This is an optimization exercise on Yosys and OpenROAD, whose aim is small area, a short achievable clock period and few clock cycles per item, not a production implementation. In this exercise RTL edits were held to simulation tests only and were not proved equivalent to the original. Power is estimated from default activity; no workload was simulated.

==> flow/config.mk <==
export PLATFORM = sky130hd
export DESIGN_NAME = rs144_dec
export DESIGN_NICKNAME = rs144_dec
export VERILOG_FILES = /design/flow/design.v
export SDC_FILE = /design/flow/constraint.sdc
export NUM_CORES = 4
export LEC_CHECK = 0
export CAP_MARGIN = 20
export CORE_MARGIN = 2
export CORE_UTILIZATION = 60
export CTS_CLUSTER_DIAMETER = 80
export CTS_CLUSTER_SIZE = 18
export PLACE_DENSITY = 0.7
export SLEW_MARGIN = 20
==> flow/constraint.sdc <==
create_clock -name core_clock -period 10.0 [get_ports {clk}]
set_input_delay 2.0000 -clock core_clock [delete_from_list [all_inputs] [get_ports {clk}]]
set_output_delay 2.0000 -clock core_clock [all_outputs]
set_load 0.01 [all_outputs]
==> flow/design.v <==
module rs144_dec (
  input  wire        clk,
  input  wire        rst,
  input  wire        in_valid,
  output wire        in_ready,
  input  wire [7:0]  in_data,
  output wire        out_valid,
  input  wire        out_ready,
  output wire        out_fail,
  output wire [2:0]  out_nerr,
  output wire [31:0] out_pos,
  output wire [31:0] out_val
);
  function automatic [7:0] gf_mul(input [7:0] a, input [7:0] b);
    integer i;
    reg [7:0] p, aa;
    begin
      p  = 8'h00;
      aa = a;
      for (i = 0; i < 8; i = i + 1) begin
        if (b[i]) p = p ^ aa;
        aa = {aa[6:0], 1'b0} ^ (aa[7] ? 8'h1D : 8'h00);
      end
      gf_mul = p;
    end
  endfunction
  function automatic [7:0] to_tower(input [7:0] a);
    begin
      to_tower = ({8{a[0]}} & 8'h01) ^ ({8{a[1]}} & 8'h2b) ^ ({8{a[2]}} & 8'h40) ^
                 ({8{a[3]}} & 8'h21) ^ ({8{a[4]}} & 8'h32) ^ ({8{a[5]}} & 8'hc1) ^
                 ({8{a[6]}} & 8'h48) ^ ({8{a[7]}} & 8'h16);
    end
  endfunction
  function automatic [7:0] from_tower(input [7:0] a);
    begin
      from_tower = ({8{a[0]}} & 8'h01) ^ ({8{a[1]}} & 8'h4e) ^ ({8{a[2]}} & 8'h99) ^
                   ({8{a[3]}} & 8'h44) ^ ({8{a[4]}} & 8'h57) ^ ({8{a[5]}} & 8'h09) ^
                   ({8{a[6]}} & 8'h04) ^ ({8{a[7]}} & 8'h25);
    end
  endfunction
  function automatic [3:0] g16_mul(input [3:0] a, input [3:0] b);
    integer i;
    reg [3:0] p, aa;
    begin
      p  = 4'h0;
      aa = a;
      for (i = 0; i < 4; i = i + 1) begin
        if (b[i]) p = p ^ aa;
        aa = {aa[2:0], 1'b0} ^ (aa[3] ? 4'h3 : 4'h0);
      end
      g16_mul = p;
    end
  endfunction
  function automatic [3:0] g16_inv(input [3:0] a);
    begin
      case (a)
        4'h0: g16_inv = 4'h0;  4'h1: g16_inv = 4'h1;  4'h2: g16_inv = 4'h9;  4'h3: g16_inv = 4'he;
        4'h4: g16_inv = 4'hd;  4'h5: g16_inv = 4'hb;  4'h6: g16_inv = 4'h7;  4'h7: g16_inv = 4'h6;
        4'h8: g16_inv = 4'hf;  4'h9: g16_inv = 4'h2;  4'ha: g16_inv = 4'hc;  4'hb: g16_inv = 4'h5;
        4'hc: g16_inv = 4'ha;  4'hd: g16_inv = 4'h4;  4'he: g16_inv = 4'h3;  4'hf: g16_inv = 4'h8;
      endcase
    end
  endfunction
  function automatic [7:0] tw_mul(input [7:0] a, input [7:0] b);
    reg [3:0] hh, ll, mm;
    begin
      hh = g16_mul(a[7:4], b[7:4]);
      ll = g16_mul(a[3:0], b[3:0]);
      mm = g16_mul(a[7:4] ^ a[3:0], b[7:4] ^ b[3:0]);
      tw_mul = {mm ^ ll, ll ^ g16_mul(hh, 4'hf)};
    end
  endfunction
  function automatic [3:0] tw_norm(input [7:0] b);
    begin
      tw_norm = g16_mul(g16_mul(b[7:4], b[7:4]), 4'hf) ^ g16_mul(b[7:4], b[3:0]) ^
                g16_mul(b[3:0], b[3:0]);
    end
  endfunction
  function automatic [7:0] tw_conj(input [7:0] b);
    begin
      tw_conj = {b[7:4], b[3:0] ^ b[7:4]};
    end
  endfunction
  function automatic [7:0] alpha_pow(input integer j);
    integer i;
    reg [7:0] p;
    begin
      p = 8'h01;
      for (i = 0; i < j; i = i + 1)
        p = {p[6:0], 1'b0} ^ (p[7] ? 8'h1D : 8'h00);
      alpha_pow = p;
    end
  endfunction
  integer i;
  reg        in_rdy;         
  reg  [7:0] acnt;           
  reg        v_r, v_first, v_last;
  reg  [7:0] d_r;
  reg  [7:0] syn [0:7];
  reg  [2:0] bph, bph_nx;    
  localparam [2:0] B_IDLE = 3'd0, B_INIT = 3'd1, B_BM = 3'd2, B_OM = 3'd3,
                   B_DONE = 3'd4, B_HAND = 3'd5;
  wire       acc     = in_valid & in_rdy;
  wire [7:0] acnt_nx = acc ? ((acnt == 8'd143) ? 8'd0 : acnt + 8'd1) : acnt;
  reg  [7:0] syn_nx [0:7];
  always @* begin
    for (i = 0; i < 8; i = i + 1)
      syn_nx[i] = (v_first ? 8'h00 : gf_mul(syn[i], alpha_pow(i))) ^ d_r;
  end
  wire       b_load = v_r & v_last;
  assign in_ready = in_rdy;
  always @(posedge clk) begin
    if (rst) begin
      acnt   <= 8'd0;
      in_rdy <= 1'b1;
      v_r    <= 1'b0;
    end else begin
      acnt   <= acnt_nx;
      in_rdy <= ~((acnt_nx == 8'd143) && (bph_nx != B_IDLE));
      v_r    <= acc;
    end
    d_r     <= in_data;
    v_first <= (acnt == 8'd0);
    v_last  <= (acnt == 8'd143);
    if (v_r)
      for (i = 0; i < 8; i = i + 1)
        syn[i] <= syn_nx[i];
  end
  reg  [7:0] S   [0:7];
  reg  [7:0] lam [0:4];      
  reg  [7:0] E   [0:3];      
  reg  [7:0] gam, d, tmp;
  reg  [3:0] L;
  reg  [2:0] k, k_nx;        
  reg  [3:0] sc, sc_nx;      
  reg        f_dph, f_dmask, f_ub, f_lrot, f_erot;
  wire       f_init   = (bph == B_INIT);
  wire       f_om     = (bph == B_OM);
  wire       f_d0     = (sc == 4'd0);
  wire       f_b0     = (sc == 4'd13);           
  wire       f_l0     = (bph == B_BM) & (sc == 4'd14);
  wire [7:0] s0   = S[2];    
  wire       s0nz = |s0;
  wire [7:0] ma   = f_ub ? E[0] : lam[0];
  wire [7:0] mb   = f_dph ? S[0] : (f_ub ? d : gam);
  wire [7:0] prod = gf_mul(ma, mb);
  wire       cond    = (|d) && ({L, 1'b0} <= {2'b00, k});
  wire [7:0] lam_new = tmp ^ prod;
  wire [7:0] e_push  = f_b0 ? (cond ? lam[1] : 8'h00) : (cond ? lam[0] : E[0]);
  wire       c_commit;       
  wire       c_load_b;       
  always @* begin
    bph_nx = bph;
    k_nx   = k;
    sc_nx  = sc;
    case (bph)
      B_IDLE: if (b_load) bph_nx = B_INIT;
      B_INIT: begin
        bph_nx = B_BM;
        k_nx   = 3'd1;
        sc_nx  = 4'd0;
      end
      B_BM: begin
        if (sc == 4'd14) begin
          sc_nx = 4'd0;
          k_nx  = k + 3'd1;              
          if (k == 3'd7) bph_nx = B_OM;
        end else
          sc_nx = sc + 4'd1;
      end
      B_OM: begin
        if (sc == 4'd6) begin
          sc_nx = 4'd0;
          k_nx  = k + 3'd1;
        end else
          sc_nx = sc + 4'd1;
        if (k == 3'd3 && sc == 4'd5) bph_nx = B_DONE;
      end
      B_DONE: if (c_load_b) bph_nx = B_HAND;
      B_HAND: if (c_commit) bph_nx = B_IDLE;
      default: bph_nx = B_IDLE;
    endcase
  end
  wire bm_nx = (bph_nx == B_BM);
  wire om_nx = (bph_nx == B_OM);
  wire up_nx = bm_nx & (sc_nx >= 4'd6) & (sc_nx <= 4'd13);
  always @(posedge clk) begin
    if (rst)
      bph <= B_IDLE;
    else
      bph <= bph_nx;
    k  <= k_nx;
    sc <= sc_nx;
    f_dph    <= (bm_nx | om_nx) & (sc_nx < 4'd5);
    f_dmask  <= bm_nx | ({1'b0, sc_nx[2:0]} <= {1'b0, k_nx});
    f_ub     <= up_nx & sc_nx[0];
    f_lrot   <= ((bm_nx | om_nx) & (sc_nx < 4'd5)) | (bm_nx & (sc_nx == 4'd5)) | (up_nx & sc_nx[0]);
    f_erot   <= (bm_nx & (sc_nx < 4'd3)) | (up_nx & sc_nx[0]) | (om_nx & (sc_nx == 4'd5));
  end
  always @(posedge clk) begin
    if (b_load) begin
      for (i = 0; i < 8; i = i + 1)
        S[i] <= syn_nx[(10 - i) % 8];
    end else begin
      for (i = 0; i < 7; i = i + 1)
        S[i] <= S[i+1];
      S[7] <= S[0];
    end
    if (f_init) begin
      lam[0] <= 8'h01;
      lam[1] <= s0;
      lam[2] <= 8'h00;
      lam[3] <= 8'h00;
      lam[4] <= 8'h00;
      E[0]   <= s0nz ? 8'h00 : 8'h01;
      E[1]   <= 8'h00;
      E[2]   <= 8'h00;
      E[3]   <= s0nz ? 8'h01 : 8'h00;
      gam    <= s0nz ? s0 : 8'h01;
      L      <= s0nz ? 4'd1 : 4'd0;
    end else begin
      if (f_lrot) begin
        for (i = 0; i < 4; i = i + 1)
          lam[i] <= lam[i+1];
        lam[4] <= f_ub ? lam_new : lam[0];
      end else if (f_l0)
        lam[0] <= prod;
      if (f_erot) begin
        for (i = 0; i < 3; i = i + 1)
          E[i] <= E[i+1];
        E[3] <= f_ub ? e_push : (f_om ? d : E[0]);
      end
      if (f_l0 && cond) begin
        gam <= d;
        L   <= {1'b0, k} + 4'd1 - L;
      end
    end
    if (f_dph) begin
      if (f_d0)
        d <= f_dmask ? prod : 8'h00;
      else if (f_dmask)
        d <= d ^ prod;
    end
    tmp <= prod;               
  end
  reg  [7:0] tl [0:4];
  reg  [7:0] tw [0:3];
  reg        c_run, c_free;
  reg  [7:0] cpos;
  reg        v1, r1, first1, last1;
  reg  [7:0] lo1, ot1;       
  reg        v2, r2, first2, last2;
  reg  [7:0] n2;             
  reg  [3:0] di2;            
  reg        ov_valid, o_fail;
  reg  [2:0] o_nerr, nf;
  reg  [2:0] wL;
  reg        wbig;
  reg  [7:0] pos [0:3];
  reg  [7:0] val [0:3];
  wire       c_abort  = v2 & first2 & ov_valid & ~out_ready;
  assign     c_commit = v2 & first2 & ~c_abort;
  assign     c_load_b = (bph == B_DONE) & c_free;
  wire       c_load   = c_load_b | c_abort;
  wire       c_done;         
  wire       c_run_nx = c_load | (c_run & (cpos != 8'd0) & ~c_done);
  wire [7:0] cpos_nx  = c_load ? 8'd143 : cpos - 8'd1;
  wire [7:0] lam_val = tl[0] ^ tl[1] ^ tl[2] ^ tl[3] ^ tl[4];
  wire [7:0] lam_odd = tl[1] ^ tl[3];
  wire [7:0] om_val  = tw[0] ^ tw[1] ^ tw[2] ^ tw[3];
  always @(posedge clk) begin
    if (c_load) begin
      for (i = 0; i < 5; i = i + 1)
        tl[i] <= lam[i];
      for (i = 0; i < 4; i = i + 1)
        tw[i] <= E[i];
    end else begin
      for (i = 1; i < 5; i = i + 1)
        tl[i] <= gf_mul(tl[i], alpha_pow(255 - i));
      for (i = 1; i < 4; i = i + 1)
        tw[i] <= gf_mul(tw[i], alpha_pow(255 - i));
    end
    cpos <= cpos_nx;
    r1     <= ~|lam_val;
    lo1    <= to_tower(lam_odd);
    ot1    <= to_tower(om_val);
    first1 <= (cpos == 8'd143);
    last1  <= (cpos == 8'd0);
    r2     <= r1;
    n2     <= tw_mul(ot1, tw_conj(lo1));
    di2    <= g16_inv(tw_norm(lo1));
    first2 <= first1;
    last2  <= last1;
  end
  wire [7:0] err_t   = {g16_mul(n2[7:4], di2), g16_mul(n2[3:0], di2)};
  wire [7:0] err_val = from_tower(err_t);
  wire [7:0] pos_w   = (cpos[7:1] == 7'd71) ? {7'd0, cpos[0]} : cpos + 8'd2;
  wire [2:0] wl_cur  = first2 ? L[2:0] : wL;
  wire       big_cur = first2 ? (L > 4'd4) : wbig;
  wire [2:0] nf_cur  = first2 ? 3'd0 : nf;
  wire [1:0] slot    = wl_cur[1:0] - 2'd1 - nf_cur[1:0];
  wire [2:0] nf_fin  = nf_cur + {2'b00, r2};
  wire       wr      = v2 & ~c_abort;
  wire       fin_fail = big_cur | (nf_fin != wl_cur);
  wire       fin     = wr & (last2 | ((big_cur | (nf_fin == wl_cur)) & ~last1));
  assign     c_done  = fin & ~last2;
  reg  [3:0] upd;
  reg  [7:0] pos_t [0:3];
  reg  [7:0] val_t [0:3];
  always @* begin
    for (i = 0; i < 4; i = i + 1) begin
      if (fin & (fin_fail | (i[2:0] >= wl_cur))) begin
        upd[i]   = 1'b1;
        pos_t[i] = 8'h00;
        val_t[i] = 8'h00;
      end else begin
        upd[i]   = wr & r2 & (slot == i[1:0]);
        pos_t[i] = pos_w;
        val_t[i] = err_val;
      end
    end
  end
  always @(posedge clk) begin
    if (rst) begin
      c_run    <= 1'b0;
      c_free   <= 1'b1;
      v1       <= 1'b0;
      v2       <= 1'b0;
      ov_valid <= 1'b0;
    end else begin
      c_run  <= c_run_nx;
      c_free <= ~c_run_nx | (cpos_nx == 8'd0);
      v1     <= c_run & ~c_abort & ~c_done;
      v2     <= v1 & ~c_abort & ~c_done;
      if (ov_valid & out_ready)
        ov_valid <= 1'b0;
      if (fin)
        ov_valid <= 1'b1;
    end
    if (wr) begin
      if (first2) begin
        wL   <= L[2:0];
        wbig <= (L > 4'd4);
      end
      nf   <= nf_fin;
    end
    if (rst) begin
      o_fail <= 1'b0;
      o_nerr <= 3'd0;
      for (i = 0; i < 4; i = i + 1) begin
        pos[i] <= 8'h00;
        val[i] <= 8'h00;
      end
    end else begin
      if (fin) begin
        o_fail <= fin_fail;
        o_nerr <= fin_fail ? 3'd0 : nf_fin;
      end
      for (i = 0; i < 4; i = i + 1) begin
        pos[i] <= pos[i] ^ ({8{upd[i]}} & (pos_t[i] ^ pos[i]));
        val[i] <= val[i] ^ ({8{upd[i]}} & (val_t[i] ^ val[i]));
      end
    end
  end
  assign out_valid = ov_valid;
  assign out_fail  = o_fail;
  assign out_nerr  = o_nerr;
  assign out_pos   = {pos[3], pos[2], pos[1], pos[0]};
  assign out_val   = {val[3], val[2], val[1], val[0]};
endmodule
==> flow/flow/run.sh <==
#!/bin/bash
# Standard layout, with timing repair aimed below the design's period.
set -euo pipefail
bash standard.sh SETUP_SLACK_MARGIN=6.9 finish > flow_make.log 2>&1
==> flow/standard.sh <==
#!/bin/bash
# synth_recipe.tcl (not shown) runs the flow's synth.tcl, then flattens the netlist and writes it again
# the make line also repeats each setting of config.mk as NAME=value (left out here)
make -C /OpenROAD-flow-scripts/flow DESIGN_CONFIG=/design/flow/config.mk WORK_HOME=/design/flow/orfs CLKGATE_MAP_FILE= SYNTH_SCRIPT=/design/flow/synth_recipe.tcl "${@:-finish}"
==> results of run 1 <==
[what timing repair did]
action,in CTS,in global routing
setup endpoints to repair,242,92
cloned,4,0
pin swaps,11,4
gates resized for setup,384,34
setup buffers,31,10
endpoints found under the hold margin,0,0
[path summary, 6_finish.rpt]
kind            endpoint  slack [ns]  depth (start not counted)  startpoint
min reg2reg       first2        0.34                          0      first1
min               first2        0.34                          0      first1
max reg2reg         d[0]        6.99                          9        f_ub
max          out_pos[11]        6.94                          1    register
[synth_stat cells, types with 11 or more instances]
cell type | instances | share of area
a211oi_1 | 21 | 0.0069
a31oi_1 | 13 | 0.0036
nand3_1 | 35 | 0.0077
ha_1 | 39 | 0.021
inv_1 | 47 | 0.0077
and2_1 | 17 | 0.0047
nand2_1 | 555 | 0.091
a22oi_1 | 40 | 0.013
o21ai_0 | 72 | 0.016
nor2_1 | 248 | 0.041
buf_1 | 11 | 0.0018
edfxtp_1 | 131 | 0.17
xor2_1 | 178 | 0.068
nor3_1 | 28 | 0.0061
xnor3_1 | 11 | 0.011
nand2b_1 | 50 | 0.014
dfxtp_1 | 326 | 0.29
a21oi_1 | 61 | 0.013
mux2i_1 | 57 | 0.025
clkbuf_1 | 118 | 0.019
nor2b_1 | 13 | 0.0036
xnor2_1 | 300 | 0.11
[power by group through the flow]
stage	Clock, mW	Combinational [mW]	Sequential, mW
after floorplan	0	3.81	2.54
after global placement	0	4.35	2.82
after detailed placement	0	4.47	2.83
after CTS	1.16	4.62	2.79
after global routing	1.23	5.19	2.85
final	1.14	4.73	2.80
[layout by cell type (no fill, tap or decap), types with 11 or more instances in the layout]
master,n
nand2_1,551
xnor2_1,294
dfxtp_1,257
nor2_1,239
xor2_1,176
edfxtp_1,131
o21ai_0,70
buf_2,70
dfxtp_2,63
a21oi_1,59
mux2i_1,56
nand2b_1,49
inv_1,45
buf_4,41
ha_1,39
a22oi_1,37
nand3_1,34
clkbuf_16,29
nor3_1,24
a211oi_1,19
clkbuf_1,17
and2_1,16
a31oi_1,11
[layout make-up]
class	count	share of cell area
sequential	457	0.418
clock buffer	46	0.0312
tap	511	0.0253
clock inverter	2	0.000544
timing repair buffer	133	0.0392
inverter	48	0.00772
multi-input combinational	1871	0.479
[through the flow]
stage                     setup WS, ns  hold WS (ns)
after global placement            5.65         0.316
after CTS                         6.91         0.338
after detailed placement          5.53         0.313
after global routing              6.90         0.351
final                             6.94         0.337
after floorplan                   6.71         0.310
[metal layers]
| layer | GRT usage | part of all wire | up-vias |
|---|---|---|---|
| met5 | 0 | 0 | - |
| met4 | 0.0782 | 0.030 | 0 |
| met3 | 0.0275 | 0.055 | 104 |
| met2 | 0.443 | 0.47 | 482 |
| met1 | 0.376 | 0.45 | 8142 |
| li1 | - | - | 8272 |
[logic make-up (layout without fill, tap and decap cells)]
group	Yosys count	in the layout	share of synthesized area
adders and majority gates	40	40	0.0222
muxes	76	76	0.0359
DFF	457	457	0.457
buffers and inverters	191	229	0.0330
xor gates and xnor gates	492	492	0.197
AOI/OAI and AO/OA	272	272	0.0741
and+or+nand+nor	989	991	0.181
==> metrics.log, run 1 <==
INFO  metric run_status = no timing/DRC/antenna violations
INFO  metric route.vias.total = 17000
INFO  metric finalHoldViolations = 0
INFO  metric placeableCoreArea = ~0.038 sq mm
INFO  metric dp_cells = ~3000
INFO  metric clock_power_share = 0.132
INFO  metric layout_cells_sized_above_1 = 0.121
INFO  metric syn-cell-area = 0.0229 sq mm
INFO  metric diodes = 0
INFO  metric cp_slowest_cell = dfxtp_1
INFO  metric clk-insertion-delay-late = 0.57 ns
INFO  metric grt_setup_unrepaired = false
INFO  metric place_area = between 0.02 and 0.025 sq mm
INFO  metric synth_cell_type_count = 69
INFO  metric grt_pass1_wl = 85200 um
INFO  metric synth_ff_type = dfxtp_1
INFO  metric cts-root-buf = clkbuf_16
INFO  metric cts_htree_levels = 1
INFO  metric portion_of_the_post_synthesis_area_used_by_sequential_elements = 0.457
INFO  metric fp.dieH = 199 um
INFO  metric fillerInstances = 3080
INFO  metric path_cells = buf_2
INFO  metric netlist_instances = 2517
INFO  metric non_filler_instance_count_after_layout = between 3000 and 4000
INFO  metric fin_crit = a little over 3 ns
INFO  metric critPathBufInv = 1
INFO  metric reported_leakage_power = 10.1 nW
INFO  metric fmax = 327 MHz
INFO  metric hpwl = 36700 um
INFO  metric timing_worst_slew_pin_value = roughly 1.1 ns
INFO  metric via_count_of_the_first_global_routing_pass = around 16000
INFO  metric seqPwrFrac = 0.323
INFO  metric max-vdd-ir-drop = roughly 360 uV
INFO  metric number_of_placement_rows = slightly above 70
INFO  metric synthesized_area_divided_by_synthesized_cell_count = 9.09 sq um
INFO  metric post-route-cell-area = between 0.02 and 0.03 sq mm
INFO  metric initial_antenna_violation_count = 0
INFO  metric syn2layout_area_growth = 10.6%
INFO  metric clock_tree_from_tritoncts = yes
INFO  metric setup_viol_count_final = 0
INFO  metric synth_async_sr_flop_share = 0
INFO  metric drc = 0
INFO  metric tcrit_tclk_final = 0.306
INFO  metric die_x = between 150 and 200 um
INFO  metric clock_tree.buffer_depth = 3
INFO  metric grt-ovfl-total = 0
INFO  metric switching_power = 3.64 mW
INFO  metric dr.first_iter.drc_count = 968
INFO  metric finalWeightedCongestion = just under 0.9
INFO  metric drt_pass1_iterations = 5
INFO  metric worst_path_largest_cell_delay = between 0.3 and 0.4 ns
INFO  metric start_kind = register
INFO  metric vias_per_cell = around 5.5
INFO  metric power-per-cell-area = 343 mW/mm^2
INFO  metric worst_setup_path_end_kind = output port
INFO  metric grt_max_degree = 67
INFO  metric finalPower = 8.67 mW
INFO  metric crit_family = flip-flops
INFO  metric port_buffers = 81
INFO  metric p_int = about 5.0 mW
INFO  metric ant_nets = 0
INFO  metric ios = about 80
INFO  metric timing.slew.headroom = 0.278
INFO  metric dieArea = between 0.03 and 0.04 sq mm
INFO  metric setup_total_negative_slack = 0 ns
INFO  metric layout.area.seq = around 0.011 sq mm
INFO  metric cts_sink_count = between 400 and 500
INFO  metric worstPathRequired = roughly 8.0 ns
INFO  metric multi_input_logic_area = roughly 0.012 sq mm
INFO  metric report.final.slew_viol_count = 0
INFO  metric yosys_warnings = 12
INFO  metric cts.reportedPaths.clkPinSlew = approximately 0.080 ns
INFO  metric final_core_utilization = 0.673
INFO  metric timing.clock.skew = between 0.01 and 0.015 ns
INFO  metric synth_edf_count = ~130
INFO  metric synthesis.nets = roughly 2600
INFO  metric final_stage_net_count = around 2600
INFO  metric grt_use_total = 0.269
INFO  metric crit_arrival = approximately 1.1 ns
INFO  metric wire_per_inst = between 15 and 20 um
INFO  metric power.combinational.fraction = 0.545
INFO  metric hold_path.class = reg -> reg
INFO  metric postRouteWirelength = around 54000 um
INFO  metric criticalPathCategory = reg -> out
INFO  metric switching_share = 0.420
INFO  metric drv_cap = 0
INFO  metric postSynthRegisterBits = around 460
INFO  metric worstPathMaxFanout = 2
INFO  metric initial_core_util = 0.609
INFO  metric numCtsBuffers = 29
INFO  metric cts_hold_buffers = 0
Testbench counts, summed over its fixed seeds: cycles 116,685, items 800.
==> run 2: changes to the inputs <==
--- a/flow/config.mk
+++ b/flow/config.mk
@@ -6,9 +6,10 @@
 export NUM_CORES = 4
 export LEC_CHECK = 0
+export ABC_AREA = 1
 export CAP_MARGIN = 20
 export CORE_MARGIN = 2
 export CORE_UTILIZATION = 60
-export CTS_CLUSTER_DIAMETER = 80
-export CTS_CLUSTER_SIZE = 18
+export CTS_CLUSTER_DIAMETER = 100
+export CTS_CLUSTER_SIZE = 20
 export PLACE_DENSITY = 0.7
 export SLEW_MARGIN = 20
==> run 2 against run 1 <==
Compared with the run above:
- final cell count increased by 17%
- routed wire length grew 9.6%
- first-iteration DRC count increased by 47%
- synthesized cell count is 19% higher
- highest routed layer unchanged
==> metrics.log, run 2 <==
INFO  metric report.final.slew_viol_count = 0
INFO  metric cp_slowest_cell = dfxtp_2
INFO  metric synth_ff_type = dfxtp_1
INFO  metric crit_family = flip-flops
INFO  metric post-route-cell-area = about 0.026 sq mm
INFO  metric setup_viol_count_final = 0
INFO  metric cts_sink_count = roughly 460
INFO  metric run_status = no timing/DRC/antenna violations
INFO  metric netlist_instances = between 2000 and 3000
INFO  metric cts_hold_buffers = 0
INFO  metric ant_nets = 0
INFO  metric fin_crit = just over 3 ns
INFO  metric tcrit_tclk_final = 0.307
INFO  metric wire_per_inst = around 16 um
INFO  metric crit_arrival = roughly 1.1 ns
INFO  metric final_stage_net_count = 3099
INFO  metric yosysTopAreaCellShare = 0.275
INFO  metric die_x = 203 um
INFO  metric grt_pass1_wl = 94900 um
INFO  metric synthesis.nets = between 3000 and 4000
INFO  metric diodes = 0
INFO  metric path_cells = buf_2
INFO  metric grt_max_degree = 75
INFO  metric postRouteWirelength = 59000 um
INFO  metric critPathBufInv = 1
INFO  metric initial_antenna_violation_count = 0
INFO  metric synthesized_area_divided_by_synthesized_cell_count = between 7 and 8 sq um
INFO  metric clk-insertion-delay-late = a little under 0.6 ns
INFO  metric ios = 82
INFO  metric cts_htree_levels = 1
INFO  metric place_area = roughly 0.025 sq mm
INFO  metric worst_setup_path_end_kind = output port
INFO  metric number_of_placement_rows = approximately 70
INFO  metric layout.cells.most_common = nand2_1
INFO  metric layout_cells_sized_above_1 = 0.129
INFO  metric postSynthRegisterBits = 457
INFO  metric grt_use_total = 0.284
INFO  metric cts.reportedPaths.clkPinSlew = 0.09 ns
INFO  metric yosysMostFrequentCell = nand2_1
INFO  metric hpwl = roughly 41000 um
INFO  metric synth.top_cells.by_count = nand2_1, dfxtp_1, inv_1
INFO  metric fmax = approximately 330 MHz
INFO  metric dr.first_iter.drc_count = 1425
INFO  metric drc = 0
INFO  metric hold_path.class = reg -> reg
INFO  metric drt_pass1_iterations = 5
INFO  metric synth_edf_count = 131
INFO  metric portion_of_the_post_synthesis_area_used_by_sequential_elements = 0.441
INFO  metric via_count_of_the_first_global_routing_pass = 18300
INFO  metric timing.clock.skew = roughly 0.016 ns
INFO  metric syn-cell-area = 0.0237 sq mm
INFO  metric max-vdd-ir-drop = 375 uV
INFO  metric syn2layout_area_growth = 9.44%
INFO  metric worst_path_largest_cell_delay = 0.35 ns
INFO  metric timing.slew.headroom = 0.298
INFO  metric worstPathRequired = approximately 8.0 ns
INFO  metric finalWeightedCongestion = between 0.9 and 1
INFO  metric synth_cell_type_count = 56
INFO  metric non_filler_instance_count_after_layout = 3583
INFO  metric yosys_warnings = 12
INFO  metric fp.dieH = 203 um
INFO  metric fillerInstances = between 3000 and 4000
INFO  metric dp_cells = 3498
INFO  metric vias_per_cell = 5.34
INFO  metric synth_area_leaders = dfxtp_1, edfxtp_1, nand2_1
INFO  metric clock_tree_from_tritoncts = yes
INFO  metric cts-root-buf = clkbuf_16
INFO  metric start_kind = register
INFO  metric numCtsBuffers = 26
INFO  metric drv_cap = 0
INFO  metric setup_total_negative_slack = 0 ns
INFO  metric placeableCoreArea = approximately 0.039 sq mm
INFO  metric dieArea = 0.0411 sq mm
INFO  metric route.vias.total = 19200
INFO  metric grt-ovfl-total = 0
INFO  metric port_buffers = slightly above 80
INFO  metric clock_tree.buffer_depth = 3
INFO  metric reported_leakage_power = around 11 nW
INFO  metric initial_core_util = 0.611
INFO  metric post-synth-top-area-cell = dfxtp_1
INFO  metric layout.cells.most_common_list = nand2_1, dfxtp_1, inv_1
INFO  metric timing_worst_slew_pin_value = 1.05 ns
INFO  metric worstPathMaxFanout = 2
INFO  metric grt_setup_unrepaired = false
INFO  metric power-per-cell-area = about 360 mW/mm^2
INFO  metric criticalPathCategory = reg -> out
INFO  metric finalHoldViolations = 0
INFO  metric synth_async_sr_flop_share = 0
==> run 2: changes by cell type after synthesis, sizes merged, moves of 63 or more <==
cell	change
nand3	+80
o21ai	+104
xnor2	-102
nor2	-89
inv	+244
mux2i	-63
nand2	+417
==> run 2: area by class of cell <==
type	instances	area, sq um	area share
Multi-Input combinational cell	2133	11800	0.457
Sequential cell	457	10600	0.407
Inverter	296	1150	0.0445
Timing Repair Buffer	130	970	0.0374
Clock buffer	45	743	0.0286
Tap cell	518	648	0.0250
Timing Repair inverter	3	18.8	0.000723
Clock inverter	1	5.00	0.000193
==> run 2: cell families after synthesis <==
kind of cell,count (synthesis),share of synthesized area
simple gates,1315,0.227
mux,8,0.00380
buf+inv,401,0.0682
fa+ha+maj,40,0.0214
flops,457,0.441
xor+xnor,423,0.159
compound gates,347,0.0793
==> run 2: final timing paths <==
path | cells after the start | slack, ns | start | end
worst min-delay path | 0 | 0.34 | r1 | r2
worst max register to register | 6 | 7.06 | L[1] | gam[4]
worst max-delay path | 1 | 6.93 | ov_valid | out_valid
worst min register to register | 0 | 0.34 | r1 | r2
==> run 2: per-stage QoR <==
step / hold WS, ns / power (mW) / worst slack [ns] / util
floorplan: 0.310 / 6.94 / 6.72 / -
global placement: 0.314 / 7.86 / 5.06 / 0.640
detailed placement: 0.315 / 8.04 / 5.06 / 0.640
CTS: 0.340 / 9.23 / 6.90 / 0.662
global route: 0.351 / 10.1 / 6.87 / 0.668
finish: 0.337 / 9.26 / 6.93 / 0.668
==> run 2: layer usage <==
layer / global-route usage / up-vias / share of wire
met5: 0 / - / 0
met4: 0.0808 / 0 / 0.029
met3: 0.0236 / 99 / 0.051
met2: 0.496 / 598 / 0.49
met1: 0.377 / 8960 / 0.43
li1: - / 9493 / -
==> run 2: timing repair <==
action,4_1_cts,5_1_grt
gates cloned,5,3
setup endpoints to repair,250,95
resized for setup,368,48
pin swaps,3,8
endpoints found under the hold margin,0,0
buffers inserted,26,5
==> run 2: report_power, final <==
part	switching (mW)	internal (mW)
Sequential	0.374	2.33
Combinational	3.25	2.19
Clock	0.611	0.507
Total	4.24	5.03
==> run 3: changes to the inputs <==
--- a/flow/config.mk
+++ b/flow/config.mk
@@ -6,5 +6,4 @@
 export NUM_CORES = 4
 export LEC_CHECK = 0
-export ABC_AREA = 1
 export CAP_MARGIN = 20
 export CORE_MARGIN = 2
==> run 3 against run 2 <==
Compared with the run above:
- clock power hardly changed
- combinational power decreased by 13%
- sequential cell count stayed put
- critical path depth stayed put
- sequential power up 4%
- largest power group unchanged
==> metrics.log, run 3 <==
INFO  metric run_status = no timing/DRC/antenna violations
INFO  metric fp.dieH = ~200 um
INFO  metric netlist_instances = between 2000 and 3000
INFO  metric yosys_warnings = 12
INFO  metric yosysMostFrequentCell = nand2_1
INFO  metric synth_async_sr_flop_share = 0
INFO  metric route.vias.total = ~17000
INFO  metric numCtsBuffers = 27
INFO  metric worst_setup_path_end_kind = output port
INFO  metric cts_sink_count = 457
INFO  metric start_kind = register
INFO  metric syn-cell-area = about 0.023 sq mm
INFO  metric seqPwrFrac = 0.324
INFO  metric timing.clock.skew = ~0.021 ns
INFO  metric layout.cells.most_common = nand2_1
INFO  metric postSynthRegisterBits = roughly 460
INFO  metric synth_area_leaders = dfxtp_1, edfxtp_1, xnor2_1
INFO  metric postRouteWirelength = approximately 54000 um
INFO  metric worst_path_largest_cell_delay = 0.35 ns
INFO  metric report.final.slew_viol_count = 0
INFO  metric initial_antenna_violation_count = 0
INFO  metric grt_setup_unrepaired = true
INFO  metric ff2ff_setup_slack = about 7 ns
INFO  metric setup_viol_count_final = 0
INFO  metric max-vdd-ir-drop = approximately 340 uV
INFO  metric synth_edf_count = 131
INFO  metric criticalPathCategory = reg -> out
INFO  metric grt_max_degree = 67
INFO  metric layout.cells.most_common_list = nand2_1, xnor2_1, dfxtp_1
INFO  metric syn2layout_area_growth = 10.7%
INFO  metric number_of_placement_rows = between 70 and 80
INFO  metric grt-ovfl-total = 0
INFO  metric timing_worst_slew_pin_value = roughly 1.1 ns
INFO  metric synth.top_cells.by_count = nand2_1, dfxtp_1, xnor2_1
INFO  metric ios = 82
INFO  metric placeableCoreArea = approximately 0.038 sq mm
INFO  metric switching_share = 0.423
INFO  metric finalHoldViolations = 0
INFO  metric crit_arrival = approximately 1.1 ns
INFO  metric die_x = 199 um
INFO  metric tcrit_tclk_final = 0.306
INFO  metric cts_htree_levels = 1
INFO  metric clk-insertion-delay-late = ~0.58 ns
INFO  metric clock_tree_from_tritoncts = yes
INFO  metric switching_power = around 3.7 mW
INFO  metric p_int = around 5.0 mW
INFO  metric synth_cell_type_count = 69
INFO  metric post-synth-top-area-cell = dfxtp_1
INFO  metric fillerInstances = roughly 3100
INFO  metric wire_per_inst = about 18 um
INFO  metric port_buffers = just over 80
INFO  metric grt_pass1_wl = 85500 um
INFO  metric via_count_of_the_first_global_routing_pass = about 16000
INFO  metric power.combinational.fraction = 0.547
INFO  metric fin_crit = between 3 and 4 ns
INFO  metric cts-root-buf = clkbuf_16
INFO  metric dr.first_iter.drc_count = 1072
INFO  metric hpwl = 36700 um
INFO  metric clock_tree.buffer_depth = 3
INFO  metric grt_use_total = 0.271
INFO  metric multi_input_logic_area = ~0.012 sq mm
INFO  metric cp_slowest_cell = dfxtp_4
INFO  metric critPathBufInv = 1
INFO  metric yosysTopAreaCellShare = 0.285
INFO  metric final_stage_net_count = between 2000 and 3000
INFO  metric vias_per_cell = roughly 5.5
INFO  metric layout_cells_sized_above_1 = 0.124
INFO  metric fmax = about 330 MHz
INFO  metric timing.slew.headroom = 0.275
INFO  metric power-per-cell-area = ~340 mW/mm^2
INFO  metric synth_ff_type = dfxtp_1
INFO  metric dieArea = about 0.04 sq mm
INFO  metric layout.area.seq = roughly 0.011 sq mm
INFO  metric hold_path.class = reg -> reg
INFO  metric clock_power_share = 0.129
INFO  metric place_area = ~0.024 sq mm
INFO  metric reported_leakage_power = roughly 10 nW
INFO  metric crit_family = flip-flops
INFO  metric finalWeightedCongestion = roughly 0.9
INFO  metric finalPower = roughly 8.7 mW
INFO  metric diodes = 0
INFO  metric drv_cap = 0
INFO  metric worstPathMaxFanout = 2
INFO  metric drc = 0
INFO  metric drt_pass1_iterations = 7
INFO  metric synthesis.nets = roughly 2600
INFO  metric portion_of_the_post_synthesis_area_used_by_sequential_elements = 0.457
INFO  metric initial_core_util = 0.609
INFO  metric ant_nets = 0
INFO  metric cts.reportedPaths.clkPinSlew = 0.08 ns
INFO  metric worstPathRequired = about 8 ns
INFO  metric path_cells = buf_2
INFO  metric setup_total_negative_slack = 0 ns
INFO  metric synthesized_area_divided_by_synthesized_cell_count = slightly above 9 sq um
INFO  metric post-route-cell-area = about 0.025 sq mm
==> run 3: kinds of logic (layout without fill, tap and decap cells) <==
group / Yosys count / in the layout / synth area share
and+or+nand+nor: 989 / 991 / 0.181
AOI/OAI and AO/OA: 272 / 272 / 0.0741
muxes: 76 / 76 / 0.0359
DFF: 457 / 457 / 0.457
buffers and inverters: 191 / 236 / 0.0330
adders and majority gates: 40 / 40 / 0.0222
xor gates and xnor gates: 492 / 492 / 0.197
==> run 3: metal layers <==
| layer | global-route usage | up-vias | routed length [um] |
|---|---|---|---|
| met4 | 0.0746 | 0 | 1420 |
| met1 | 0.374 | 8084 | 24200 |
| met5 | 0 | - | 0 |
| met3 | 0.0317 | 87 | 2850 |
| met2 | 0.452 | 455 | 25700 |
| li1 | - | 8287 | - |
==> run 3: repair_timing <==
action / in CTS / in global routing
hold buffers: 0 / 0
gates cloned: 4 / 0
setup endpoints to repair: 242 / 90
pin swaps: 11 / 6
buffers inserted: 36 / 14
resized for setup: 392 / 21
==> run 3: cell type report <==
cell class	count	area share
Clock buffer	43	0.0291
Clock inverter	3	0.00163
Inverter	48	0.00751
Multi-Input combinational cell	1871	0.477
Sequential cell	457	0.417
Tap cell	511	0.0253
Timing Repair Buffer	142	0.0422
==> run 3: power by group through the flow <==
stage	Sequential [mW]	Combinational [mW]	Clock, mW
floorplan	2.54	3.81	0
global placement	2.82	4.35	0
detailed placement	2.83	4.47	0
CTS	2.79	4.63	1.14
global route	2.85	5.18	1.20
finish	2.80	4.73	1.12
==> run 3: path summary, 6_finish.rpt <==
path                                 end    from  depth (start not counted)
worst min-delay path              first2  first1                          0
worst min register to register    first2  first1                          0
worst max-delay path            in_ready  in_rdy                          1
worst max register to register    in_rdy  bph[1]                          7
==> run 3: through the flow <==
step                hold WS [ns]  worst slack [ns]   util  instances
floorplan                  0.310              6.71      -       2517
global placement           0.316              5.65  0.639       2975
detailed placement         0.313              5.53  0.639       2975
CTS                        0.338              6.91  0.669       3061
global route               0.352              6.86  0.674       3075
finish                     0.337              6.94  0.674       3075
==> run 4: changes to the inputs <==
--- a/flow/config.mk
+++ b/flow/config.mk
@@ -6,4 +6,5 @@
 export NUM_CORES = 4
 export LEC_CHECK = 0
+export ABC_CLOCK_PERIOD_IN_PS = 3000
 export CAP_MARGIN = 20
 export CORE_MARGIN = 2
==> run 4 against run 3 <==
Compared with the run above:
- hold slack unchanged
- sequential share of layout area unchanged
- design area unchanged
- area after synthesis unchanged
- setup slack unchanged
- first-iteration DRC count unchanged
- sequential cell count unchanged
- clock skew unchanged
- clock power about the same
==> metrics.log, run 4 <==
INFO  metric run_status = no timing/DRC/antenna violations
INFO  metric timing_worst_slew_pin_value = around 1.1 ns
INFO  metric report.final.slew_viol_count = 0
INFO  metric synth_edf_count = roughly 130
INFO  metric drv_cap = 0
INFO  metric max-vdd-ir-drop = approximately 340 uV
INFO  metric ios = 82
INFO  metric drc = 0
INFO  metric seqPwrFrac = 0.324
INFO  metric hold_path.class = reg -> reg
INFO  metric yosys_warnings = 12
INFO  metric hpwl = 36700 um
INFO  metric synth_async_sr_flop_share = 0
INFO  metric post-synth-top-area-cell = dfxtp_1
INFO  metric criticalPathCategory = reg -> out
INFO  metric dieArea = between 0.03 and 0.04 sq mm
INFO  metric worstPathMaxFanout = 2
INFO  metric grt-ovfl-total = 0
INFO  metric fp.dieH = roughly 200 um
INFO  metric crit_arrival = 1.06 ns
INFO  metric drt_pass1_iterations = 7
INFO  metric finalHoldViolations = 0
INFO  metric clock_tree.buffer_depth = 3
INFO  metric worst_hold_path.endpoint = first2
INFO  metric placeableCoreArea = 0.0376 sq mm
INFO  metric port_buffers = ~80
INFO  metric syn2layout_area_growth = 10.7%
INFO  metric crit_family = flip-flops
INFO  metric postRouteWirelength = 54200 um
INFO  metric fmax = between 300 and 400 MHz
INFO  metric initial_antenna_violation_count = 0
INFO  metric netlist_instances = between 2000 and 3000
INFO  metric reg2reg_path_depth = 7
INFO  metric cts_sink_count = roughly 460
INFO  metric clock_power_share = 0.129
INFO  metric dr.first_iter.drc_count = 1072
INFO  metric clock_tree_from_tritoncts = yes
INFO  metric worst_setup_path_end_kind = output port
INFO  metric grt_pass1_wl = 85500 um
INFO  metric timing.slew.headroom = 0.275
INFO  metric reported_leakage_power = approximately 10 nW
INFO  metric postSynthRegisterBits = roughly 460
INFO  metric grt_use_total = 0.271
INFO  metric synthesized_area_divided_by_synthesized_cell_count = 9.09 sq um
INFO  metric ant_nets = 0
INFO  metric number_of_placement_rows = 71
INFO  metric initial_core_util = 0.609
INFO  metric layout.cells.most_common_list = nand2_1, xnor2_1, dfxtp_1
INFO  metric switching_power = 3.66 mW
INFO  metric synth_area_leaders = dfxtp_1, edfxtp_1, xnor2_1
INFO  metric cts_htree_levels = 1
INFO  metric p_int = 4.99 mW
INFO  metric final_stage_net_count = ~2600
INFO  metric diodes = 0
INFO  metric power.combinational.fraction = 0.547
INFO  metric layout.cells.most_common = nand2_1
INFO  metric grt_setup_unrepaired = true
INFO  metric clk-insertion-delay-late = 0.58 ns
INFO  metric numCtsBuffers = 27
INFO  metric synth_cell_type_count = 69
INFO  metric reg2reg_from = bph[1]
INFO  metric portion_of_the_post_synthesis_area_used_by_sequential_elements = 0.457
INFO  metric min_from = first1
INFO  metric synthesis.nets = around 2600
INFO  metric cp_slowest_cell = dfxtp_4
INFO  metric tcrit_tclk_final = 0.306
INFO  metric via_count_of_the_first_global_routing_pass = approximately 16000
INFO  metric switching_share = 0.423
INFO  metric layout_cells_sized_above_1 = 0.124
INFO  metric path_cells = buf_2
INFO  metric die_x = 199 um
INFO  metric finalWeightedCongestion = around 0.88
INFO  metric vias_per_cell = around 5.5
INFO  metric synth_ff_type = dfxtp_1
INFO  metric grt_max_degree = 67
INFO  metric yosysTopAreaCellShare = 0.285
INFO  metric yosysMostFrequentCell = nand2_1
INFO  metric fin_crit = between 3 and 4 ns
INFO  metric setup_total_negative_slack = 0 ns
INFO  metric route.vias.total = approximately 17000
INFO  metric worst_path_largest_cell_delay = roughly 0.35 ns
INFO  metric wire_per_inst = around 18 um
INFO  metric finalPower = ~8.7 mW
INFO  metric cts_hold_buffers = 0
INFO  metric ff2ff_setup_slack = 7.02 ns
INFO  metric synth.top_cells.by_count = nand2_1, dfxtp_1, xnor2_1
INFO  metric cts-root-buf = clkbuf_16
INFO  metric start_kind = register
INFO  metric crit-reg2reg-capture = in_rdy
INFO  metric power-per-cell-area = approximately 340 mW/mm^2
INFO  metric critPathBufInv = 1
INFO  metric worstPathRequired = approximately 8.0 ns
INFO  metric timing.clock.skew = 0.0208 ns
INFO  metric hold_path_depth = 0
INFO  metric setup_viol_count_final = 0
INFO  metric cts.reportedPaths.clkPinSlew = roughly 0.080 ns
INFO  metric syn-cell-area = approximately 0.023 sq mm
run 4: cell counts after synthesis:
No cell type changed its count.
run 4: how the worst max path moves through the flow:
stage	end	cells after the start	slack, ns	from
6_report	in_ready	1	6.94	in_rdy
3_3_place_gp	c_free	8	5.65	out_ready
5_1_grt	in_rdy	7	6.86	bph[1]
3_5_place_dp	c_free	8	5.53	out_ready
2_1_floorplan	c_free	8	6.71	out_ready
4_1_cts	d[0]	9	6.91	f_ub
run 4: logic make-up after synthesis:
kind of cell	count (synthesis)	share of synthesized area
multiplexers	76	0.0359
flip-flops	457	0.457
adder cells (fa/ha/maj)	40	0.0222
buffers and inverters	191	0.0330
AO/OA/AOI/OAI	272	0.0741
XOR/XNOR	492	0.197
AND/OR/NAND/NOR	989	0.181
run 4: power groups by stage:
stage	registers (mW)	logic, mW	clock network, mW
6_report	2.80	4.73	1.12
2_1_floorplan	2.54	3.81	0
5_1_grt	2.85	5.18	1.20
3_3_place_gp	2.82	4.35	0
3_5_place_dp	2.83	4.47	0
4_1_cts	2.79	4.63	1.14
run 4: what timing repair did:
| item | CTS | global route |
|---|---|---|
| setup buffers | 36 | 14 |
| cloned | 4 | 0 |
| endpoints found under the setup margin | 242 | 90 |
| pin swaps | 11 | 6 |
| resized for setup | 392 | 21 |
| endpoints found under the hold margin | 0 | 0 |
run 4: stage by stage:
| step | area (sq um) | instances | util | hold WS (ns) | setup slack [ns] |
|---|---|---|---|---|---|
| finish | 25300 | 3075 | 0.674 | 0.337 | 6.94 |
| global placement | 24000 | 2975 | 0.639 | 0.316 | 5.65 |
| CTS | 25100 | 3061 | 0.669 | 0.338 | 6.91 |
| detailed placement | 24000 | 2975 | 0.639 | 0.313 | 5.53 |
| global route | 25300 | 3075 | 0.674 | 0.352 | 6.86 |
| floorplan | 23100 | 2517 | - | 0.310 | 6.71 |
run 4: cell type report:
| type | instances | area [sq um] |
|---|---|---|
| repair buffers | 142 | 1070 |
| fillers | 3065 | 12300 |
| clock inverters | 3 | 41.3 |
| clock buffers | 43 | 736 |
| flip-flops and latches | 457 | 10600 |
| well taps | 511 | 639 |
| multi-input cells | 1871 | 12100 |
| inverters | 48 | 190 |
run 4: worst register-to-register path: stages (launching register included):
cell and delay, ns:
dfxtp_1 0.52, nor2b_1 0.77, nand2b_1 0.22, nor2b_2 0.48
a211oi_1 0.18, o21ai_2 0.16, nor3b_1 0.10, or4_1 0.42
run 4: layer usage:
| layer | part of all wire | vias up | track usage |
|---|---|---|---|
| li1 | - | 8287 | - |
| met1 | 0.45 | 8084 | 0.374 |
| met2 | 0.47 | 455 | 0.452 |
| met3 | 0.053 | 87 | 0.0317 |
| met4 | 0.026 | 0 | 0.0746 |
| met5 | 0 | - | 0 |
==> run 5: changes to the inputs <==
--- a/flow/config.mk
+++ b/flow/config.mk
@@ -6,5 +6,4 @@
 export NUM_CORES = 4
 export LEC_CHECK = 0
-export ABC_CLOCK_PERIOD_IN_PS = 3000
 export CAP_MARGIN = 20
 export CORE_MARGIN = 2
@@ -14,2 +13,3 @@
 export PLACE_DENSITY = 0.7
 export SLEW_MARGIN = 20
+export TNS_END_PERCENT = 30
==> run 5 against run 4 <==
Compared with the run above:
- register-to-register slack got worse by 0.04 ns
- area after synthesis unchanged
- die area unchanged
- first-iteration DRC count increased by 3.4%
- power decreased by 0.35%
- sequential share of layout area decreased by 0.50 points
==> metrics.log, run 5 <==
INFO  metric syn-cell-area = 0.0229 sq mm
INFO  metric crit_arrival = 1.18 ns
INFO  metric die_x = between 150 and 200 um
INFO  metric synth_ff_type = dfxtp_1
INFO  metric route.vias.total = 16800
INFO  metric number_of_placement_rows = 71
INFO  metric hold_path_depth = 0
INFO  metric synthesized_area_divided_by_synthesized_cell_count = slightly above 9 sq um
INFO  metric synth_area_leaders = dfxtp_1, edfxtp_1, xnor2_1
INFO  metric post-synth-top-area-cell = dfxtp_1
INFO  metric postRouteWirelength = around 54000 um
INFO  metric port_buffers = 81
INFO  metric grt_max_degree = 67
INFO  metric netlist_instances = between 2000 and 3000
INFO  metric fmax = about 310 MHz
INFO  metric ant_nets = 0
INFO  metric crit-reg2reg-capture = lam[4][5]
INFO  metric yosys_warnings = 12
INFO  metric report.final.slew_viol_count = 0
INFO  metric setup_slack_of_the_critical_path_after_layout = ~6.8 ns
INFO  metric cp_slowest_cell = dfxtp_1
INFO  metric grt-ovfl-total = 0
INFO  metric syn2layout_area_growth = 11.3%
INFO  metric setup_viol_count_final = 0
INFO  metric grt_pass1_wl = 86300 um
INFO  metric setup_total_negative_slack = 0 ns
INFO  metric whs = around 0.33 ns
INFO  metric initial_antenna_violation_count = 0
INFO  metric worstPathMaxFanout = 2
INFO  metric run_status = no timing/DRC/antenna violations
INFO  metric vias_per_cell = ~5.5
INFO  metric criticalPathCategory = reg -> out
INFO  metric cts_hold_buffers = 0
INFO  metric hold_path.class = reg -> reg
INFO  metric worstPathRequired = around 8 ns
INFO  metric clk-insertion-delay-late = between 0.5 and 0.6 ns
INFO  metric dr.first_iter.drc_count = 1108
INFO  metric synth_cell_type_count = 69
INFO  metric crit_family = flip-flops
INFO  metric critPathBufInv = 1
INFO  metric ios = 82
INFO  metric placeableCoreArea = 0.0376 sq mm
INFO  metric hpwl = about 37000 um
INFO  metric fp.dieH = approximately 200 um
INFO  metric initial_core_util = 0.609
INFO  metric diodes = 0
INFO  metric drc = 0
INFO  metric yosysMostFrequentCell = nand2_1
INFO  metric yosysTopAreaCellShare = 0.285
INFO  metric reg2reg_path_depth = 10
INFO  metric dieArea = a little under 0.04 sq mm
INFO  metric cts.reportedPaths.clkPinSlew = about 0.08 ns
INFO  metric cts_htree_levels = 1
INFO  metric layout.cells.most_common = nand2_1
INFO  metric start_kind = register
INFO  metric via_count_of_the_first_global_routing_pass = 16100
INFO  metric min_from = first1
INFO  metric clock_tree.buffer_depth = 3
INFO  metric place_area = about 0.024 sq mm
INFO  metric post-route-cell-area = ~0.025 sq mm
INFO  metric postSynthRegisterBits = roughly 460
INFO  metric synth.top_cells.by_count = nand2_1, dfxtp_1, xnor2_1
INFO  metric synthesis.nets = approximately 2600
INFO  metric worst_path_largest_cell_delay = 0.37 ns
INFO  metric cts_sink_count = about 460
INFO  metric finalPower = around 8.6 mW
INFO  metric final_stage_net_count = about 2600
INFO  metric clock_tree_from_tritoncts = yes
INFO  metric timing_worst_slew_pin_value = 0.925 ns
INFO  metric layout.cells.most_common_list = nand2_1, dfxtp_1, xnor2_1
INFO  metric layout_cells_sized_above_1 = 0.0775
INFO  metric finalWeightedCongestion = ~0.9
INFO  metric fin_crit = 3.18 ns
INFO  metric ff2ff_setup_slack = 6.98 ns
INFO  metric path_cells = clkdlybuf4s15_1
INFO  metric synth_edf_count = between 100 and 150
INFO  metric numCtsBuffers = 26
INFO  metric drv_cap = 0
INFO  metric finalHoldViolations = 0
INFO  metric worst_setup_path_end_kind = output port
INFO  metric place_ws = approximately 5.5 ns
INFO  metric wire_per_inst = ~18 um
INFO  metric portion_of_the_post_synthesis_area_used_by_sequential_elements = 0.457
INFO  metric timing.slew.headroom = 0.382
INFO  metric grt_use_total = 0.273
INFO  metric drt_pass1_iterations = 5
INFO  metric worst_hold_path.endpoint = first2
INFO  metric timing.clock.skew = 0.0264 ns
INFO  metric power-per-cell-area = roughly 340 mW/mm^2
INFO  metric grt_setup_unrepaired = true
INFO  metric max-vdd-ir-drop = 369 uV
INFO  metric synth_async_sr_flop_share = 0
INFO  metric reg2reg_from = E[0][7]
INFO  metric tcrit_tclk_final = 0.318
INFO  metric reported_leakage_power = between 9 and 10 nW
INFO  metric cts-root-buf = clkbuf_16
==> run 5: logic make-up (layout without fill, tap and decap cells) <==
kind of cell,after synthesis,in the layout,synth area share
AND/OR/NAND/NOR,989,989,0.181
buffers and inverters,191,229,0.0330
AO/OA/AOI/OAI,272,272,0.0741
multiplexers,76,76,0.0359
flip-flops,457,457,0.457
XOR/XNOR,492,492,0.197
adder cells (fa/ha/maj),40,40,0.0222
==> run 5: power breakdown <==
group	total [mW]	leakage [nW]	internal [mW]	switching, mW
Sequential	2.79	3.90	2.32	0.471
Clock	1.09	0.351	0.491	0.595
Combinational	4.75	5.74	2.16	2.58
Total	8.62	9.99	4.97	3.65
==> run 5: final cells by class <==
class | instances | area, sq um
Fill cell | 3014 | 12100
Multi-Input combinational cell | 1869 | 12000
Sequential cell | 457 | 10500
Timing Repair Buffer | 136 | 1370
Clock buffer | 43 | 714
Tap cell | 511 | 639
Inverter | 48 | 193
Clock inverter | 2 | 21.3
==> run 5: worst max path at each step <==
| stage | slack (ns) | depth (start not counted) | end |
|---|---|---|---|
| after floorplan | 6.71 | 8 | c_free |
| after global placement | 5.55 | 8 | c_free |
| after detailed placement | 5.46 | 8 | c_free |
| after CTS | 6.80 | 1 | out_pos[3] |
| after global routing | 6.77 | 13 | di2[3] |
| final | 6.82 | 1 | out_pos[25] |
==> run 5: through the flow <==
step	instances	util
final	3066	0.677
after detailed placement	2977	0.638
after CTS	3045	0.671
after global routing	3066	0.677
after global placement	2977	0.638
after floorplan	2517	-
==> run 5: per-layer routing <==
metal / vias to the layer above / share of wire / GRT usage / wire length (um)
li1: 8259 / - / - / -
met1: 8004 / 0.44 / 0.377 / 23900
met2: 488 / 0.48 / 0.464 / 26000
met3: 90 / 0.059 / 0.0245 / 3200
met4: 0 / 0.022 / 0.0663 / 1180
met5: - / 0 / 0 / 0
==> run 5: what timing repair did <==
item	CTS	global route
buffers inserted	20	21
pin swaps	13	11
resized for setup	190	38
hold endpoints to repair	0	0
gates cloned	3	0
endpoints found under the setup margin	249	142
==> run 6: changes to the inputs <==
--- a/flow/config.mk
+++ b/flow/config.mk
@@ -13,3 +13,3 @@
 export PLACE_DENSITY = 0.7
 export SLEW_MARGIN = 20
-export TNS_END_PERCENT = 30
+export TNS_END_PERCENT = 0
==> run 6 against run 5 <==
Compared with the run above:
- area after synthesis unchanged
- setup slack got worse by 0.0016 ns
- largest power group unchanged
- register-to-register slack got worse by 0.15 ns
- routed wire length decreased by 0.59%
- maximum frequency about the same
- power decreased by 0.45%
- sequential power about the same
- still clean
- hold slack improved by 0.0061 ns
- count of clock-buffer cells in the layout increased by 2
- non-clock buffer count decreased by 11
- via count increased by 0.15%
- design area decreased by 1.5%
==> metrics.log, run 6 <==
INFO  metric initial_antenna_violation_count = 0
INFO  metric place_area = around 0.024 sq mm
INFO  metric port_buffers = between 80 and 90
INFO  metric synth.top_cells.by_count = nand2_1, dfxtp_1, xnor2_1
INFO  metric dr.first_iter.drc_count = 1123
INFO  metric post-synth-top-area-cell = dfxtp_1
INFO  metric synth_async_sr_flop_share = 0
INFO  metric clk-insertion-delay-late = about 0.6 ns
INFO  metric hpwl = 37000 um
INFO  metric hold_path_depth = 0
INFO  metric fmax = between 300 and 400 MHz
INFO  metric start_kind = register
INFO  metric layout.cells.most_common_list = nand2_1, dfxtp_1, xnor2_1
INFO  metric yosys_warnings = 12
INFO  metric worstPathRequired = approximately 8 ns
INFO  metric wire_per_inst = 17.7 um
INFO  metric portion_of_the_post_synthesis_area_used_by_sequential_elements = 0.457
INFO  metric grt_max_degree = 67
INFO  metric final_stage_net_count = ~2600
INFO  metric layout.area.seq = between 0.01 and 0.015 sq mm
INFO  metric ios = roughly 80
INFO  metric syn2layout_area_growth = 9.61%
INFO  metric setup_viol_count_final = 0
INFO  metric setup_total_negative_slack = 0 ns
INFO  metric ant_nets = 0
INFO  metric drt_pass1_iterations = 5
INFO  metric vias_per_cell = 5.52
INFO  metric grt_pass1_wl = about 85000 um
INFO  metric grt_setup_unrepaired = true
INFO  metric die_x = between 150 and 200 um
INFO  metric synth_area_leaders = dfxtp_1, edfxtp_1, xnor2_1
INFO  metric fin_crit = 3.18 ns
INFO  metric worst_path_largest_cell_delay = between 0.3 and 0.4 ns
INFO  metric crit_family = flip-flops
INFO  metric setup_slack_of_the_critical_path_after_layout = 6.82 ns
INFO  metric number_of_placement_rows = 71
INFO  metric clock_tree.buffer_depth = 3
INFO  metric reg2reg_path_depth = 8
INFO  metric diodes = 0
INFO  metric crit-reg2reg-capture = d[0]
INFO  metric synthesized_area_divided_by_synthesized_cell_count = between 9 and 10 sq um
INFO  metric syn-cell-area = ~0.023 sq mm
INFO  metric yosysTopAreaCellShare = 0.285
INFO  metric numCtsBuffers = 26
INFO  metric worstPathMaxFanout = 2
INFO  metric finalWeightedCongestion = 0.887
INFO  metric drc = 0
INFO  metric cts_sink_count = approximately 460
INFO  metric finalHoldViolations = 0
INFO  metric ff2ff_setup_slack = 6.83 ns
INFO  metric postRouteWirelength = between 50000 and 60000 um
INFO  metric critPathBufInv = 1
INFO  metric fillerInstances = roughly 3000
INFO  metric cts.reportedPaths.clkPinSlew = about 0.09 ns
INFO  metric multi_input_logic_area = ~0.012 sq mm
INFO  metric worst_setup_path_end_kind = output port
INFO  metric worst_hold_path.endpoint = first2
INFO  metric clock_tree_from_tritoncts = yes
INFO  metric drv_cap = 0
INFO  metric timing.clock.skew = between 0.02 and 0.03 ns
INFO  metric synthesis.nets = 2569
INFO  metric synth_cell_type_count = slightly below 70
INFO  metric grt-ovfl-total = 0
INFO  metric power-per-cell-area = around 340 mW/mm^2
INFO  metric cp_slowest_cell = dfxtp_2
INFO  metric postSynthRegisterBits = approximately 460
INFO  metric via_count_of_the_first_global_routing_pass = roughly 16000
INFO  metric yosysMostFrequentCell = nand2_1
INFO  metric layout.cells.most_common = nand2_1
INFO  metric layout_cells_sized_above_1 = 0.0833
INFO  metric initial_core_util = 0.609
INFO  metric netlist_instances = roughly 2500
INFO  metric placeableCoreArea = 0.0376 sq mm
INFO  metric cts_hold_buffers = 0
INFO  metric hold_path.class = reg -> reg
INFO  metric place_ws = 5.41 ns
INFO  metric cts-root-buf = clkbuf_16
INFO  metric synth_edf_count = 131
INFO  metric path_cells = clkdlybuf4s15_1
INFO  metric post-route-cell-area = approximately 0.025 sq mm
INFO  metric reported_leakage_power = between 9 and 10 nW
INFO  metric report.final.slew_viol_count = 0
INFO  metric reg2reg_from = lam[0][6]
INFO  metric criticalPathCategory = reg -> out
INFO  metric final_core_utilization = 0.667
INFO  metric dieArea = 0.0397 sq mm
INFO  metric timing_worst_slew_pin_value = ~0.95 ns
INFO  metric max-vdd-ir-drop = 399 uV
INFO  metric run_status = no timing/DRC/antenna violations
INFO  metric synth_ff_type = dfxtp_1
INFO  metric cts_htree_levels = 1
INFO  metric min_from = first1
INFO  metric grt_use_total = 0.268
INFO  metric tcrit_tclk_final = 0.318
INFO  metric route.vias.total = between 15000 and 20000
INFO  metric crit_arrival = between 1 and 1.5 ns
INFO  metric timing.slew.headroom = 0.364
INFO  metric fp.dieH = 199 um
run 6: final cells by class:
cell class / instances / area share
Clock buffer: 45 / 0.0292
Clock inverter: 1 / 0.000649
Inverter: 48 / 0.00769
Tap cell: 511 / 0.0255
Timing Repair Buffer: 125 / 0.0403
Sequential cell: 457 / 0.418
Multi-Input combinational cell: 1869 / 0.479
run 6: how the worst max path moves through the flow:
stage	start	end	slack (ns)	cells after the start
after global routing	lam[0][7]	d[0]	6.78	8
after detailed placement	out_ready	c_free	5.41	8
final	register	out_pos[27]	6.82	1
after CTS	f_dph	d[0]	6.70	7
after floorplan	out_ready	c_free	6.71	8
after global placement	out_ready	c_free	5.49	8
run 6: kinds of logic (layout without fill, tap and decap cells):
| logic type | count (synthesis) | after routing | synth area share |
|---|---|---|---|
| simple gates | 989 | 989 | 0.181 |
| xor+xnor | 492 | 492 | 0.197 |
| flops | 457 | 457 | 0.457 |
| compound gates | 272 | 272 | 0.0741 |
| buf+inv | 191 | 219 | 0.0330 |
| mux | 76 | 76 | 0.0359 |
| fa+ha+maj | 40 | 40 | 0.0222 |
run 6: power breakdown:
group          switching, mW  total, mW  internal [mW]
registers              0.475       2.79           2.32
logic                   2.57       4.69           2.12
clock network          0.603       1.10          0.500
total                   3.65       8.58           4.94
run 6: metal layers:
metal | GRT usage | wire length [um] | part of all wire
met1 | 0.371 | 24000 | 0.45
met2 | 0.451 | 25700 | 0.48
met3 | 0.0251 | 2870 | 0.053
met4 | 0.0730 | 1330 | 0.025
met5 | 0 | 0 | 0
run 6: stage by stage:
stage	power, mW	hold slack (ns)	instances
2_1_floorplan	6.34	0.310	2517
3_3_place_gp	7.16	0.317	2978
3_5_place_dp	7.33	0.315	2978
4_1_cts	8.49	0.339	3042
5_1_grt	9.15	0.349	3056
6_report	8.58	0.337	3056
run 6: repair_timing:
| action | CTS | global route |
|---|---|---|
| hold endpoints to repair | 0 | 0 |
| gates cloned | 1 | 1 |
| gates resized for setup | 102 | 162 |
| setup buffers | 17 | 13 |
| pin swaps | 6 | 11 |
| setup endpoints to repair | 247 | 225 |
==> run 7: changes to the inputs <==
--- a/flow/config.mk
+++ b/flow/config.mk
@@ -10,6 +10,5 @@
 export CORE_UTILIZATION = 60
 export CTS_CLUSTER_DIAMETER = 100
-export CTS_CLUSTER_SIZE = 20
-export PLACE_DENSITY = 0.7
+export CTS_CLUSTER_SIZE = 24
+export PLACE_DENSITY = 0.8
 export SLEW_MARGIN = 20
-export TNS_END_PERCENT = 0
==> run 7 against run 6 <==
Compared with the run above:
- still clean on timing, DRC and antenna
- combinational power increased by 2%
- design area up 1.4%
- critical path depth unchanged
- maximum frequency is 3.5% higher
- power is 0.31% higher
- count of clock-buffer cells in the layout down 10
- non-clock buffer count is 28 higher
- routed wire length shrank 0.19%
- area after synthesis did not move
- hold slack got worse by 0.0083 ns
- sequential power hardly changed
- critical path type unchanged
==> metrics.log, run 7 <==
INFO  metric run_status = no timing/DRC/antenna violations
INFO  metric via_count_of_the_first_global_routing_pass = 16500
INFO  metric ant_nets = 0
INFO  metric place_ws = approximately 5.6 ns
INFO  metric yosysTopAreaCellShare = 0.285
INFO  metric hpwl = 36100 um
INFO  metric synthesized_area_divided_by_synthesized_cell_count = just over 9 sq um
INFO  metric clk-insertion-delay-late = between 0.5 and 0.6 ns
INFO  metric dieArea = approximately 0.040 sq mm
INFO  metric tcrit_tclk_final = 0.307
INFO  metric wire_per_inst = roughly 17 um
INFO  metric ios = between 80 and 90
INFO  metric power-per-cell-area = 339 mW/mm^2
INFO  metric cts_htree_levels = 1
INFO  metric dp_cells = 2975
INFO  metric initial_antenna_violation_count = 0
INFO  metric report.final.slew_viol_count = 0
INFO  metric layout.cells.most_common = nand2_1
INFO  metric final_stage_net_count = roughly 2600
INFO  metric postSynthRegisterBits = 457
INFO  metric cts-root-buf = clkbuf_16
INFO  metric worstPathRequired = 8.00 ns
INFO  metric post-route-cell-area = ~0.025 sq mm
INFO  metric place_area = 0.0240 sq mm
INFO  metric synth_edf_count = about 130
INFO  metric setup_total_negative_slack = 0 ns
INFO  metric timing.clock.skew = 0.0462 ns
INFO  metric layout.cells.most_common_list = nand2_1, xnor2_1, dfxtp_1
INFO  metric route.vias.total = 17300
INFO  metric clock_tree.buffer_depth = 3
INFO  metric cp_slowest_cell = dfxtp_2
INFO  metric syn2layout_area_growth = 11.1%
INFO  metric numCtsBuffers = 23
INFO  metric clock_tree_from_tritoncts = yes
INFO  metric postRouteWirelength = 53900 um
INFO  metric yosys_warnings = 12
INFO  metric setup_slack_of_the_critical_path_after_layout = between 6 and 7 ns
INFO  metric grt-ovfl-total = 0
INFO  metric worstPathMaxFanout = 2
INFO  metric cts_sink_count = approximately 460
INFO  metric netlist_instances = around 2500
INFO  metric fmax = between 300 and 400 MHz
INFO  metric drv_cap = 0
INFO  metric drt_pass1_iterations = 5
INFO  metric diodes = 0
INFO  metric final_core_utilization = 0.676
INFO  metric timing.slew.headroom = 0.313
INFO  metric die_x = ~200 um
INFO  metric finalPower = approximately 8.6 mW
INFO  metric syn-cell-area = 0.0229 sq mm
INFO  metric non_filler_instance_count_after_layout = 3078
INFO  metric criticalPathCategory = reg -> out
INFO  metric yosysMostFrequentCell = nand2_1
INFO  metric grt_pass1_wl = between 80000 and 90000 um
INFO  metric number_of_placement_rows = 71
INFO  metric grt_max_degree = 67
INFO  metric setup_viol_count_final = 0
INFO  metric initial_core_util = 0.609
INFO  metric drc = 0
INFO  metric timing_worst_slew_pin_value = between 1 and 1.5 ns
INFO  metric finalWeightedCongestion = 0.895
INFO  metric port_buffers = around 80
INFO  metric reported_leakage_power = about 10 nW
INFO  metric synth_ff_type = dfxtp_1
INFO  metric fp.dieH = 199 um
INFO  metric synth_area_leaders = dfxtp_1, edfxtp_1, xnor2_1
INFO  metric grt_use_total = 0.265
INFO  metric finalHoldViolations = 0
INFO  metric dr.first_iter.drc_count = approximately 1500
INFO  metric hold_path.class = reg -> reg
INFO  metric post-synth-top-area-cell = dfxtp_1
INFO  metric portion_of_the_post_synthesis_area_used_by_sequential_elements = 0.457
INFO  metric path_cells = buf_2
INFO  metric fin_crit = around 3 ns
INFO  metric crit_family = flip-flops
INFO  metric whs = ~0.33 ns
INFO  metric synthesis.nets = roughly 2600
INFO  metric vias_per_cell = 5.62
INFO  metric synth_cell_type_count = roughly 70
INFO  metric placeableCoreArea = about 0.038 sq mm
INFO  metric critPathBufInv = 1
INFO  metric grt_setup_unrepaired = true
INFO  metric synth.top_cells.by_count = nand2_1, dfxtp_1, xnor2_1
INFO  metric layout_cells_sized_above_1 = 0.133
INFO  metric cts.reportedPaths.clkPinSlew = around 0.1 ns
INFO  metric worst_setup_path_end_kind = output port
INFO  metric worst_path_largest_cell_delay = about 0.36 ns
INFO  metric max-vdd-ir-drop = between 300 and 400 uV
INFO  metric start_kind = register
INFO  metric synth_async_sr_flop_share = 0
INFO  metric crit_arrival = ~1.1 ns
## run 7: cell counts after synthesis
Identical to the previous run, type by type.
## run 7: kinds of logic (layout without fill, tap and decap cells)
| group | after synthesis | after routing | share of synthesized area |
|---|---|---|---|
| simple gates | 989 | 990 | 0.181 |
| xor+xnor | 492 | 492 | 0.197 |
| flops | 457 | 457 | 0.457 |
| compound gates | 272 | 272 | 0.0741 |
| buf+inv | 191 | 240 | 0.0330 |
| mux | 76 | 76 | 0.0359 |
| fa+ha+maj | 40 | 40 | 0.0222 |
## run 7: report_power, final
group / switching, mW / internal [mW] / leakage, nW
Sequential: 0.471 / 2.32 / 3.93
Clock: 0.589 / 0.442 / 0.320
Combinational: 2.62 / 2.17 / 5.89
## run 7: what timing repair did
item | CTS | global route
pin swaps | 10 | 8
resized for setup | 391 | 44
hold buffers | 0 | 0
gates cloned | 2 | 1
setup endpoints to repair | 246 | 127
setup buffers | 40 | 21
hold endpoints to repair | 0 | 0
## run 7: routing by layer
layer  vias up  share of wire  GRT usage
li1       8308              -          -
met1      8238           0.42      0.350
met2       641           0.49      0.456
met3       108          0.066     0.0297
met4         0          0.028     0.0857
met5         -              0          0
## run 7: worst paths after layout
kind / end / slack, ns / cells past startpoint / from
worst min register to register: first2 / 0.33 / 0 / first1
worst max-delay path: out_pos[10] / 6.93 / 1 / register
worst min-delay path: first2 / 0.33 / 0 / first1
worst max register to register: lam[4][5] / 6.97 / 10 / f_ub
## run 7: cell type report
| class | count | area (sq um) |
|---|---|---|
| Clock inverter | 4 | 48.8 |
| Multi-Input combinational cell | 1870 | 12100 |
| Timing Repair Buffer | 153 | 1210 |
| Clock buffer | 35 | 621 |
| Tap cell | 511 | 639 |
| Inverter | 48 | 190 |
| Fill cell | 2912 | 12200 |
| Sequential cell | 457 | 10600 |

Setup slack of run 7, layout unchanged: 6.926 ns with ideal ports, 6.872 ns with driving cells assumed (clock clkbuf_16, inputs buf_2), 6.372 ns with port delays also shifted by the 0.617 ns mid clock arrival.
